Context: an optimization exercise on an open-source flow, tuned for small area. The choices shown serve that exercise and are no tape-out recipe. The RTL was checked by simulation tests, not by an equivalence proof against the original design.

==> 12-25: inputs <==
## chk_block
module chk_block (
    input  wire        clk,
    input  wire        rst,
    input  wire        flr,
    input  wire        req_valid,
    output wire        req_ready,
    input  wire        req_write,
    input  wire        req_host,
    input  wire [7:0]  req_addr,
    input  wire [31:0] req_wdata,
    output wire        rsp_valid,
    output wire [31:0] rsp_rdata
);
    localparam [2:0] OP_CTRL  = 3'd0;
    localparam [2:0] OP_FEED  = 3'd1;
    localparam [2:0] OP_STATE = 3'd2;
    localparam [2:0] OP_AUX   = 3'd3;
    localparam [2:0] OP_COUNT = 3'd4;
    localparam [2:0] OP_RES   = 3'd5;
    reg [8*3-1:0]  r_alg;
    reg [8*32-1:0] r_state;
    reg [8*9-1:0]  r_aux;
    reg [8*32-1:0] r_count;
    reg [2:0]      ptr;
    wire [2:0]  w_alg   = r_alg[23:21];
    wire [31:0] w_state = r_state[255:224];
    wire [8:0]  w_aux   = r_aux[71:63];
    wire [31:0] w_count = r_count[255:224];
    wire w_fl   = w_alg[2];
    wire w_c32  = !w_alg[2] && w_alg[1];
    wire w_c16  = !w_alg[2] && !w_alg[1] && w_alg[0];
    wire w_c8   = !w_alg[2] && !w_alg[1] && !w_alg[0];
    wire w_pend = w_aux[8];
    reg       sw_pend;
    reg       sw_on;
    reg       sw_all;
    reg [4:0] sw_k;
    always @(posedge clk) begin
        if (rst) begin
            sw_pend <= 1'b0;
            sw_on   <= 1'b1;
            sw_all  <= 1'b1;
            sw_k    <= 5'd0;
        end else if (flr) begin
            sw_pend <= 1'b1;
            sw_all  <= sw_all && (sw_on || sw_pend);
        end else if (sw_pend && ptr == 3'd7 && !(busy && f_unit[2])) begin
            sw_pend <= 1'b0;
            sw_on   <= 1'b1;
            sw_k    <= 5'd0;
        end else if (sw_on && ptr == 3'd7) begin
            sw_k <= sw_k + 5'd1;
            if (sw_k == 5'd31)
                sw_on <= 1'b0;
        end
    end
    wire sw_hit = sw_on && !rst && !flr && (sw_all || ptr[2]);
    wire       is_unit  = (req_addr[7:6] == 2'b01 || req_addr[7:6] == 2'b10)
                          && (req_addr[3] == 1'b0);
    wire       is_stat  = (req_addr == 8'h00);
    wire [2:0] unit_sel = {req_addr[7], req_addr[5:4]};
    wire [2:0] reg_sel  = req_addr[2:0];
    wire       at_unit  = (ptr == unit_sel);
  ...
==> flow/config.mk <==
export PLATFORM = sky130hd
export DESIGN_NAME = chk_block
export DESIGN_NICKNAME = chk_block
export VERILOG_FILES = /design/flow/design.v
export SDC_FILE = /design/flow/constraint.sdc
export NUM_CORES = 8
export LEC_CHECK = 0
export CAP_MARGIN = 20
export CORE_MARGIN = 2
export CORE_UTILIZATION = 60
export CTS_BUF_LIST = sky130_fd_sc_hd__clkbuf_8
export CTS_CLUSTER_DIAMETER = 50
export CTS_CLUSTER_SIZE = 20
export PLACE_DENSITY = 0.7
export SLEW_MARGIN = 20
==> flow/constraint.sdc <==
create_clock -name core_clock -period 13.0 [get_ports {clk}]
set_input_delay 2.6000 -clock core_clock [delete_from_list [all_inputs] [get_ports {clk}]]
set_output_delay 2.6000 -clock core_clock [all_outputs]
set_load 0.01 [all_outputs]
standard.sh (not shown) runs the stock make flow with config.mk's settings and CLKGATE_MAP_FILE= SYNTH_SCRIPT=/design/flow/synth_recipe.tcl, a recipe that flattens the netlist after the stock synthesis.
==> flow/flow/run.sh <==
#!/bin/bash
# Own flow: the standard layout, with the synthesis's ABC step run with an
# area-oriented script instead of the speed script. Everything else in the
# synthesis (synth_recipe.tcl and ORFS's synth.tcl) is unchanged, so the
# registers keep the names and cell types the standard synthesis gives them.
set -euo pipefail
W=$(pwd)
cat > "$W/area_abc.script" <<EOS
strash
&get -n
&deepsyn -T 60
&put
dch
amap
topo
EOS
cat > "$W/area_synth.tcl" <<EOS
proc abc {args} {
  set i [lsearch -exact \$args -script]
  if { \$i >= 0 } { lset args [expr {\$i + 1}] {$W/area_abc.script} }
  yosys abc {*}\$args
}
source {$W/synth_recipe.tcl}
EOS
sed "s#$W/synth_recipe.tcl#$W/area_synth.tcl#" standard.sh > "$W/area_standard.sh"
grep -q area_synth.tcl "$W/area_standard.sh"
export BUFFER_PORTS_ARGS="-buffer_cell sky130_fd_sc_hd__buf_1"
export CTS_ARGS="-sink_clustering_enable -repair_clock_nets -sink_clustering_size 20 -sink_clustering_max_diameter 50 -buf_list sky130_fd_sc_hd__clkbuf_8 -dont_use_dummy_load"
bash "$W/area_standard.sh" finish > "$W/flow_make.log" 2>&1
==> 09-14 (differences from 12-25) <==
--- a/flow/design.v
+++ b/flow/design.v
@@ -84,17 +84,17 @@
         if (rst) begin
             sw_pend <= 1'b0;
             sw_on   <= 1'b1;
             sw_all  <= 1'b1;
             sw_k    <= 5'd0;
         end else if (flr) begin
             sw_pend <= 1'b1;
             sw_all  <= sw_all && (sw_on || sw_pend);
-        end else if (sw_pend && ptr == 3'd7 && !(busy && f_unit[2])) begin
+        end else if (sw_pend && ptr == 3'd7) begin
             sw_pend <= 1'b0;
             sw_on   <= 1'b1;
             sw_k    <= 5'd0;
         end else if (sw_on && ptr == 3'd7) begin
             sw_k <= sw_k + 5'd1;
             if (sw_k == 5'd31)
                 sw_on <= 1'b0;
         end
@@ -110,43 +110,48 @@
     reg        busy;
     reg [2:0]  op;
     reg [2:0]  f_unit;
     reg [31:0] f_data;
     reg [1:0]  f_nb;       
     reg [6:0]  vc;         
     reg        p0;         
     reg        cc;         
-    reg        c1, a1;      
-    reg        c2, a2;      
-    reg        ab;          
+    reg        c1, a1, b1;  
+    reg        c2, a2, b2;  
     wire quiet = !sw_pend && !sw_on && !flr && !rst;
     wire vis   = busy && (ptr == f_unit);
     wire res_hold  = !req_write && reg_sel == 3'd6 && w_fl && w_pend;
     wire res_start = quiet && !busy && req_valid && is_unit && at_unit && res_hold;
-    wire res_resp  = vis && op == OP_RES && vc == 7'd48;
-    wire late_op = (op == OP_RES);
-    assign req_ready = quiet && (req_write ? (!is_unit || owned_drop || !busy)
-                                           : (!busy || !late_op) &&
-                                             (!is_unit || (at_unit &&
-                                              (!busy || (unit_sel != f_unit && !res_hold)))));
+    wire res_take  = vis && op == OP_RES && vc == 7'd48 && req_valid && is_unit &&
+                     at_unit && !req_write && reg_sel == 3'd6;
+    assign req_ready = quiet && (!is_unit || owned_drop ||
+                                 (req_write ? !busy :
+                                  ((!busy && at_unit && !res_hold) || res_take)));
     wire accept  = req_valid && req_ready;
     wire unit_wr = accept && req_write && is_unit && !owned_drop && reg_sel != 3'd6;
     wire [4:0] k  = vc[4:0];
     wire [3:0] kk = vc[3:0];
     wire [2:0] pass = vc[6:4];
     wire       p_eff = (vc == 7'd0) ? w_pend : p0;
     wire [1:0] f_m   = p_eff ? ((f_nb == 2'd2) ? 2'd2 : 2'd1)
                              : ((f_nb == 2'd0) ? 2'd0 : (f_nb == 2'd1) ? 2'd1 : 2'd2);
-    wire [2:0] last_pass = (op == OP_RES) ? 3'd5 :
-                           (op == OP_FEED && w_fl && f_m != 2'd0) ? {f_m == 2'd2, f_m == 2'd1, 1'b0} : 3'd1;
-    wire       last = ((kk == 4'd15) && (pass == last_pass)) ||
-                      (op == OP_AUX && vc == 7'd8) || (op == OP_CTRL && !f_data[31]);
+    reg  [6:0] last;
+    always @(*) begin
+        case (op)
+            OP_CTRL:  last = f_data[31] ? 7'd31 : 7'd0;
+            OP_AUX:   last = 7'd8;
+            OP_RES:   last = 7'd95;
+            OP_FEED:  last = !w_fl ? 7'd31 :
+                             (f_m == 2'd0) ? 7'd31 : (f_m == 2'd1) ? 7'd47 : 7'd79;
+            default:  last = 7'd31;
+        endcase
+    end
     always @(posedge clk) begin
-        if (rst || (flr && f_unit[2] && (op != OP_RES || vc > 7'd48))) begin
+        if (rst || (flr && f_unit[2])) begin
             busy <= 1'b0;
         end else if (unit_wr && !busy) begin
             busy   <= 1'b1;
             op     <= (reg_sel == 3'd0) ? OP_CTRL  :
                       (reg_sel == 3'd4) ? OP_STATE :
                       (reg_sel == 3'd5) ? OP_AUX   :
                       (reg_sel == 3'd7) ? OP_COUNT : OP_FEED;
             f_unit <= unit_sel;
@@ -155,25 +160,20 @@
             vc     <= 7'd0;
         end else if (res_start) begin
             busy   <= 1'b1;
             op     <= OP_RES;
             f_unit <= unit_sel;
             vc     <= 7'd0;
         end else if (vis) begin
             vc <= vc + 7'd1;
-            if (last || (res_resp && ab))
+            if (vc == last)
                 busy <= 1'b0;
         end
     end
-    always @(posedge clk)
-        if (!busy)
-            ab <= 1'b0;
-        else if (flr && f_unit[2])
-            ab <= 1'b1;
     function stream;
         input [5:0] idx;
         begin
             if (idx[5:3] == 3'd0)
                 stream = w_aux[0];
             else
                 stream = f_data[idx - 6'd8];
         end
@@ -188,52 +188,55 @@
     wire s2_add = s2_on && pass[0];
     wire undo   = is_res && (pass >= 3'd3);
     wire [5:0] lo  = is_res ? 6'd0 : ({5'b00000, ~p_eff} + {3'b000, pass[2:1], 1'b0});
     wire       o1  = ((is_res && kk[3]) ? 1'b0 : sbit) ^ undo;
     wire x1 = w_state[0];
     wire x2 = w_state[16];
     wire kz = (kk == 4'd0);
     wire c1_in = kz ? (s1_add ? 1'b0 : c1) : c1;
-    wire z1    = kz ? (a1 & (x1 ^ c1)) : a1;
+    wire z1    = kz ? (a1 & (b1 ^ c1)) : a1;
     wire y1    = !s1_on ? x1 :
                  s1_add ? (x1 ^ o1 ^ c1_in) :
                  (z1 ? (undo & p0) : (x1 ^ c1_in));
     wire o2    = y1 ^ undo;
     wire c2_in = kz ? (s2_add ? 1'b0 : c2) : c2;
-    wire z2    = kz ? (a2 & (x2 ^ c2)) : a2;
+    wire z2    = kz ? (a2 & (b2 ^ c2)) : a2;
     wire y2    = !s2_on ? x2 :
                  s2_add ? (x2 ^ o2 ^ c2_in) :
                  (z2 ? (undo & cc) : (x2 ^ c2_in));
     always @(posedge clk) begin
         if (vis) begin
             if (s1_on) begin
                 c1 <= s1_add ? ((x1 & o1) | (x1 & c1_in) | (o1 & c1_in)) : (x1 & c1_in);
-                if (s1_add)
+                if (s1_add) begin
+                    if (kz) b1 <= y1;
                     a1 <= (kk == 4'd1) ? y1 : (a1 & y1);
-                else
+                end else
                     a1 <= z1;
             end
             if (s2_on) begin
                 c2 <= s2_add ? ((x2 & o2) | (x2 & c2_in) | (o2 & c2_in)) : (x2 & c2_in);
-                if (s2_add)
+                if (s2_add) begin
+                    if (kz) b2 <= y2;
                     a2 <= (kk == 4'd1) ? y2 : (a2 & y2);
-                else
+                end else
                     a2 <= z2;
             end
         end
     end
     wire [2:0] alg_next = (f_data[2:0] <= 3'd4) ? f_data[2:0] : w_alg;
     wire       init_bit = (alg_next == 3'd2 || alg_next == 3'd3) ||
                           (alg_next == 3'd1 && !k[4]);
     wire       in_width = w_c8 ? (k[4:3] == 2'b00) : w_c16 ? !k[4] : 1'b1;
-    wire       crc_step = (op == OP_FEED) && !w_fl &&
-                          (f_nb[1] || (f_nb[0] ? !k[4] : (k[4:3] == 2'b00)));
+    wire       crc_step = (op == OP_FEED) && !w_fl && ({1'b0, k} < ({3'b000, f_nb} == 6'd0 ? 6'd8 :
+                                                        {3'b000, f_nb} == 6'd1 ? 6'd16 : 6'd32));
     wire       crc_d    = sbit;
-    wire       nbit     = (k == {3'b000, f_nb});
+    wire       cnt_add  = (k == {3'b000, f_nb}) || (f_nb == 2'd2 && k == 5'd2 && 1'b0);
+    wire       nbit     = (f_nb == 2'd0) ? (k == 5'd0) : (f_nb == 2'd1) ? (k == 5'd1) : (k == 5'd2);
     wire       cc_in    = (k == 5'd0) ? 1'b0 : cc;
     wire       cx       = w_count[0];
     always @(posedge clk)
         if (vis) begin
             if (is_res) begin
                 if (pass == 3'd1)
                     cc <= (kz ? 1'b1 : cc) & x2;
             end else
@@ -242,22 +245,20 @@
     always @(posedge clk)
         if (vis && (is_res ? (pass == 3'd0) : (vc == 7'd0)))
             p0 <= is_res ? ((kz ? 1'b1 : p0) & x1) : w_pend;
     wire       pend_f  = p_eff ^ (f_nb == 2'd0);
     wire [2:0] f_n     = (f_nb == 2'd0) ? 3'd1 : (f_nb == 2'd1) ? 3'd2 : 3'd4;
     wire [2:0] byte_f  = f_n - {2'b00, !pend_f};
     wire       aux_fl  = (kk == 4'd8) ? pend_f : sbit;
     wire       fl_aux  = (pass == 3'd1);
-    wire [1:0] lo_m1   = lo[1:0] - 2'd1 + {1'b0, kk[3]};
-    wire [1:0] bf_m1   = byte_f[1:0] - 2'd1;
-    wire [4:0] fidx    = is_fl_op ? (fl_aux ? {bf_m1, kk[2:0]} : {lo_m1, kk[2:0]})
-                                  : (k ^ {2'b00, {3{crc_step && !w_c32}}});
-    wire       use_aux = is_fl_op && (fl_aux ? (byte_f == 3'd0) : (lo[2:0] == 3'd0 && !kk[3]));
-    wire       sbit    = use_aux ? w_aux[0] : f_data[fidx];
+    wire [5:0] sidx    = is_fl_op ? (fl_aux ? {byte_f, kk[2:0]}
+                                            : ({lo[2:0], 3'b000} + {2'b00, kk}))
+                                  : ({1'b0, k ^ {2'b00, {3{crc_step && !w_c32}}}} + 6'd8);
+    wire       sbit    = stream(sidx);
     wire       fd_k    = sbit;
     reg st_right, st_split, st_left, st_ins31, st_ins15;
     reg cnt_shift, cnt_ins, aux_shift, aux_ins, alg_load;
     reg [2:0] alg_in;
     reg crc_r, crc_bit;
     always @(*) begin
         st_right = 1'b0; st_split = 1'b0; st_left = 1'b0;
         st_ins31 = 1'b0; st_ins15 = 1'b0;
@@ -280,17 +281,17 @@
                         aux_shift = (k <= 5'd8); aux_ins = 1'b0;
                     end
                 end
                 OP_STATE: begin
                     st_right = 1'b1;
                     st_ins31 = in_width ? fd_k : w_state[0];
                 end
                 OP_AUX: begin
-                    aux_shift = (k <= 5'd8); aux_ins = fd_k;
+                    aux_shift = 1'b1; aux_ins = fd_k;
                 end
                 OP_COUNT: begin
                     cnt_shift = 1'b1; cnt_ins = fd_k;
                 end
                 OP_FEED: begin
                     cnt_shift = 1'b1;
                     cnt_ins   = cx ^ nbit ^ cc_in;
                     if (w_fl) begin
@@ -367,22 +368,21 @@
             else if (status_clr && req_wdata[1])
                 bad_alg_flag <= 1'b0;
             if (accept && owned_drop)
                 unit_owned_flag <= 1'b1;
             else if (status_clr && req_wdata[0])
                 unit_owned_flag <= 1'b0;
         end
     end
-    wire rq     = !res_resp;
-    wire sel_s  = (rq && is_unit && (reg_sel == 3'd4 || reg_sel == 3'd6)) || res_resp;
-    wire inv    = rq && w_c32 && reg_sel[1];
-    wire sel_c  = rq && is_unit && reg_sel == 3'd7;
-    wire sel_a  = rq && is_unit && reg_sel == 3'd5;
-    wire sel_g  = rq && is_unit && reg_sel == 3'd0;
+    wire sel_s  = is_unit && (reg_sel == 3'd4 || reg_sel == 3'd6);
+    wire inv    = w_c32 && reg_sel[1];
+    wire sel_c  = is_unit && reg_sel == 3'd7;
+    wire sel_a  = is_unit && reg_sel == 3'd5;
+    wire sel_g  = is_unit && reg_sel == 3'd0;
     wire en_mid = sel_s && !w_c8;
     wire en_hi  = sel_s && !w_c8 && !w_c16;
     wire [31:0] s_en  = {{16{en_hi}}, {8{en_mid}}, {8{sel_s}}};
     wire [31:0] rd_small = {23'd0, w_aux & {9{sel_a}}} | {29'd0, w_alg & {3{sel_g}}} |
-                        {30'd0, {bad_alg_flag, unit_owned_flag} & {2{rq && is_stat}}};
-    assign rsp_valid = (accept && !req_write && !res_start) || res_resp;
+                        {30'd0, {bad_alg_flag, unit_owned_flag} & {2{is_stat}}};
+    assign rsp_valid = accept && !req_write;
     assign rsp_rdata = ((w_state ^ {32{inv}}) & s_en) | (w_count & {32{sel_c}}) | rd_small;
 endmodule
==> flow/flow/run.sh (replaced) <==
#!/bin/bash
# Own flow: the standard layout, with the synthesis's ABC step run with an
# area-oriented script instead of the speed script. Everything else in the
# synthesis (synth_recipe.tcl and ORFS's synth.tcl) is unchanged, so the
# registers keep the names and cell types the standard synthesis gives them.
set -euo pipefail
W=$(pwd)
R="balance; rewrite; refactor; balance; rewrite; rewrite -z; balance; refactor -z; rewrite -z; balance"
cat > "$W/area_abc.script" <<EOS
strash
$R
$R
dch
amap
topo
EOS
cat > "$W/area_synth.tcl" <<EOS
rename abc my_orig_abc
proc abc {args} {
  set i [lsearch -exact \$args -script]
  if { \$i >= 0 } { lset args [expr {\$i + 1}] {$W/area_abc.script} }
  my_orig_abc {*}\$args
}
source {$W/synth_recipe.tcl}
EOS
sed "s#$W/synth_recipe.tcl#$W/area_synth.tcl#" standard.sh > "$W/area_standard.sh"
grep -q area_synth.tcl "$W/area_standard.sh"
bash "$W/area_standard.sh" finish > "$W/flow_make.log" 2>&1
==> comparison <==
09-14 aborted during 1_2_yosys. 12-25 passed the timing, design-rule and antenna checks.

afterwards: timing with drivers on the ports:
Ports are ideal in the flow. The routed layout listed here was re-timed in OpenROAD. Step 1, drivers: a clkbuf_16 drives clk and a buf_2 each remaining input, both assumed. Step 2 moves the port delays by t, midway between the first and last clock arrival at a register: inputs arrive t later, outputs are due t later. That takes back most of the time a late clock gives input paths. a / b / c = no drivers / after step 1 / after step 2; a / b = the first two.
run: 12-25
shift t [ns]: 0.604
setup WS [ns]: 3.747 / 3.724 / 3.724
worst setup path at the end: input to output
worst register clock-pin slew, ns: 0.11 / 0.11
After both steps 12-25 still meets setup and hold. For 12-25, drivers alone change the setup slack by -0.023 ns; drivers and shift together by -0.023 ns.
